This design comes from an exercise in tuning for small area, a short achievable clock period and few clock cycles per item on the open sky130 flow, not from production work.
Function was checked by simulation only, so behaviour that the tests miss may differ from the original.
Power is estimated from default activity; no workload was simulated.

## k24_xu
module k24_xu (
    input             clk,
    input             rst,           
    input             in_valid,
    output            in_ready,
    input      [23:0] in_instr,      
    input      [23:0] in_wa,         
    input      [23:0] in_wb,         
    input      [23:0] in_wd,         
    input             in_ovt,        
    output reg        out_valid,
    output reg        out_we,        
    output reg [3:0]  out_rd,        
    output reg [23:0] out_wdata,
    output     [3:0]  out_flags,     
    output reg        out_exc,
    output     [15:0] out_ecause     
);
Size in the first run: ~150 I/O pins, roughly 44000 sq um of cells after synthesis.
==> flow/config.mk <==
export PLATFORM = sky130hd
export DESIGN_NAME = k24_xu
export DESIGN_NICKNAME = k24_xu
export VERILOG_FILES = /design/flow/design.v
export SDC_FILE = /design/flow/constraint.sdc
export NUM_CORES = 4
export LEC_CHECK = 0
export ABC_AREA = 1
export CAP_MARGIN = 30
export CORE_MARGIN = 2
export CORE_UTILIZATION = 60
export PLACE_DENSITY = 0.75
export SLEW_MARGIN = 20
==> flow/constraint.sdc <==
create_clock -name core_clock -period 16.0 [get_ports {clk}]
set_input_delay 3.2000 -clock core_clock [delete_from_list [all_inputs] [get_ports {clk}]]
set_output_delay 3.2000 -clock core_clock [all_outputs]
set_load 0.01 [all_outputs]
standard.sh (not shown) runs the stock make flow with config.mk's settings and CLKGATE_MAP_FILE= SYNTH_SCRIPT=/design/flow/synth_recipe.tcl, a recipe that flattens the netlist after the stock synthesis.
==> flow/flow/run.sh <==
#!/bin/bash
set -euo pipefail
cd "$(dirname "$0")/.."
bash standard.sh SETUP_SLACK_MARGIN=11.5 'BUFFER_PORTS_ARGS=-buffer_cell sky130_fd_sc_hd__buf_4' finish > standard_flow.log 2>&1
The first run passed the timing, design-rule and antenna checks.
Testbench counts at the start, summed over its fixed seeds: cycles 39,242, instrs 32,000.
Next try:
--- a/flow/design.v
+++ b/flow/design.v
@@ -78,44 +78,42 @@
     wire i_yinv = (o[7:5] == 3'b000) &&
                   (o[4] ? ((o[2] & o[1] & o[0]) | (o[3] & !o[1] & !o[0])) :
                           ((o[2:0] == 3'b100) | (o[3] & o[2] & o[0]) | (o[3:0] == 4'b0011)));
     wire i_sub0 = i_yinv || i_xz;        
     wire i_mulu = (i_op[2:0] == 3'd1);
     wire i_dbl  = (i_op[2:0] == 3'd2) || (i_op[2:0] == 3'd4);
     wire i_mta  = (i_op == OP_MTA);
     wire i_mul  = (i_op[7:3] == 5'b00110);
     wire i_dvop = (i_op == OP_DIV) || (i_op == OP_DIVU);
     wire i_msu  = (i_op[2:0] == 3'd5);
-    wire        i_offer  = in_valid && rdy;
-    wire        i_mulacc = i_offer && i_mul;
+    wire        i_mulacc = accept && i_mul;
     wire        i_bext   = in_wb[23] & ~i_mulu;
     wire [26:0] i_xn     = {i_bext, i_bext, in_wb, 1'b0};
     wire [26:0] i_xd     = {i_bext, in_wb, 2'b0};
     reg  [12:0] i_one, i_two, i_neg;
     always @(*) begin
         for (j = 0; j < 13; j = j + 1) begin
             i_one[j] = i_mulacc && (i_dbl ? (i_xd[2*j+1] ^ i_xd[2*j]) : (i_xn[2*j+1] ^ i_xn[2*j]));
             i_two[j] = i_mulacc && (i_dbl ?
                        ((i_xd[2*j+2] & ~i_xd[2*j+1] & ~i_xd[2*j]) | (~i_xd[2*j+2] & i_xd[2*j+1] & i_xd[2*j])) :
                        ((i_xn[2*j+2] & ~i_xn[2*j+1] & ~i_xn[2*j]) | (~i_xn[2*j+2] & i_xn[2*j+1] & i_xn[2*j])));
             i_neg[j] = i_mulacc && ((i_dbl ? i_xd[2*j+2] : i_xn[2*j+2]) ^ i_msu);    
         end
-        i_one[12] = i_one[12] || (i_offer && i_mta);                             
+        i_one[12] = i_one[12] || (accept && i_mta);                             
     end
     reg         v0;
     reg         fz_lo0, fz_a0, fz_b0, fz_h0;   
     reg  [7:0]  op0;
     reg  [3:0]  d0;
     reg  [23:0] a0;
-    reg  [24:0] ma0;                     
     reg         ovt0;
-    reg         xz0, xs0, sub0, cinc0;
+    reg         xz0, xs0, sub0, cinc0, mulu0;
     reg  [23:0] by0;                     
     reg  [12:0] one0, two0, neg0;
     reg  [4:0]  za0, zb0;
     reg         v1;
     reg         ill1;                    
     reg         we1;
     reg  [3:0]  rd1;
     reg  [23:0] data1;                   
     reg         nz1, zo1, sc1, c1, sv1, vv1;
     reg         mfr1, mfh1, mfl1;
@@ -186,21 +184,21 @@
                       op_shl ? (nthr[i] ? 1'b0 : rot[i]) :
                       (nthr[23-i] ? (op_sar & a[23]) : rot[i]);
     end
     wire        sh_c = op_shl ? (nle24 & rot[0]) : op_shr ? (nle24 & rot[23]) : rot[23];
     reg  [4:0]  clz_r;
     always @(*) begin
         clz_r = 5'd24;
         for (i = 0; i < 24; i = i + 1)
             if (a[i]) clz_r = 5'd23 - i[4:0];
     end
-    wire [24:0] ma  = ma0;
+    wire [24:0] ma  = {a[23] & ~mulu0, a};
     wire [49:0] mt_s, mt_c;
     k24_xu_mtree mtree (.A(ma), .ONE(one0), .TWO(two0), .NEG(neg0), .S(mt_s), .C(mt_c));
     reg         r_we;
     reg  [23:0] r_data;
     reg         r_nz, r_zo, r_sc, r_c, r_sv, r_v;
     reg         r_mfr, r_mfh, r_mfl, r_mac, r_msu, r_accwe;
     always @(*) begin
         r_we  = 1'b0;
         r_data = sum;
         r_nz  = 1'b0;
@@ -347,21 +345,21 @@
         fz_b0 <= (i_b == 4'd0);
         fz_h0 <= (i_imm8[7:5] == 3'd0);
         a0    <= !it_next ? in_wa : s1_div ? ds_amag : it_r2;
         by0   <= !it_next ? i_b_val :
                  s1_div ? ds_e[23:0] : {e_hi[1:0], by0[23:2]};
         ovt0  <= in_ovt;
         xz0   <= i_xz;
         xs0   <= i_xz;
         sub0  <= i_sub0;
         cinc0 <= i_cinc;
-        ma0   <= {in_wa[23] & ~i_mulu, in_wa};
+        mulu0 <= i_mulu;
         one0  <= i_one;
         two0  <= i_two;
         neg0  <= i_neg;
         za0   <= i_za;
         zb0   <= i_zb;
         cs1    <= mt_s;
         cc1    <= mt_c;
         rd1    <= dv_busy ? dv_rd : d0;
         data1  <= dv_busy ? it_q : s1_div ? 24'd0 : lg0 ? r_data : {16'd0, op0};
         dq1    <= dv_busy;
Outcome:
- The changed run went through all stages and came out clean
- global-route usage rose by 0.17 points
- utilization fell by 0.75 points
- routed wire length fell by about 0.5%
- sequential share of layout area fell by 0.78 points
- non-clock buffer count fell by 49
- area after synthesis stays flat
- combinational power fell by about 9%
- die area stays flat
- total power fell by about 6%
Testbench counts after the change, summed over its fixed seeds: cycles 39,242, instrs 32,000.

## static timing again, ports no longer ideal
No port has a modelled driver above. Below, the same layouts with a new extraction and two added sets of constraints.
Step 1, drivers: a clkbuf_16 drives clk and a buf_2 each remaining input, both assumed.
Step 2 times the ports against the registers' clock, not the clock port: input delays grow and output delays shrink by t, the midpoint of the rising clock arrivals with the driver on.
a / b / c = ideal / step 1 / step 2; a / b = the first two.
| run | shift t [ns] | setup WS [ns] | worst setup path at the end | pins driven straight from the clock port |
|---|---|---|---|---|
| the first run | 0.654 | 11.328 / 11.317 / 10.663 | input to register | 1 |
| the second run | 0.664 | 11.361 / 11.361 / 10.928 | input to register | 1 |
After both steps setup and hold are still met in every run listed. The setup slack of the first run, which loses most, moves by -0.011 ns with the drivers and by -0.665 ns with both steps.
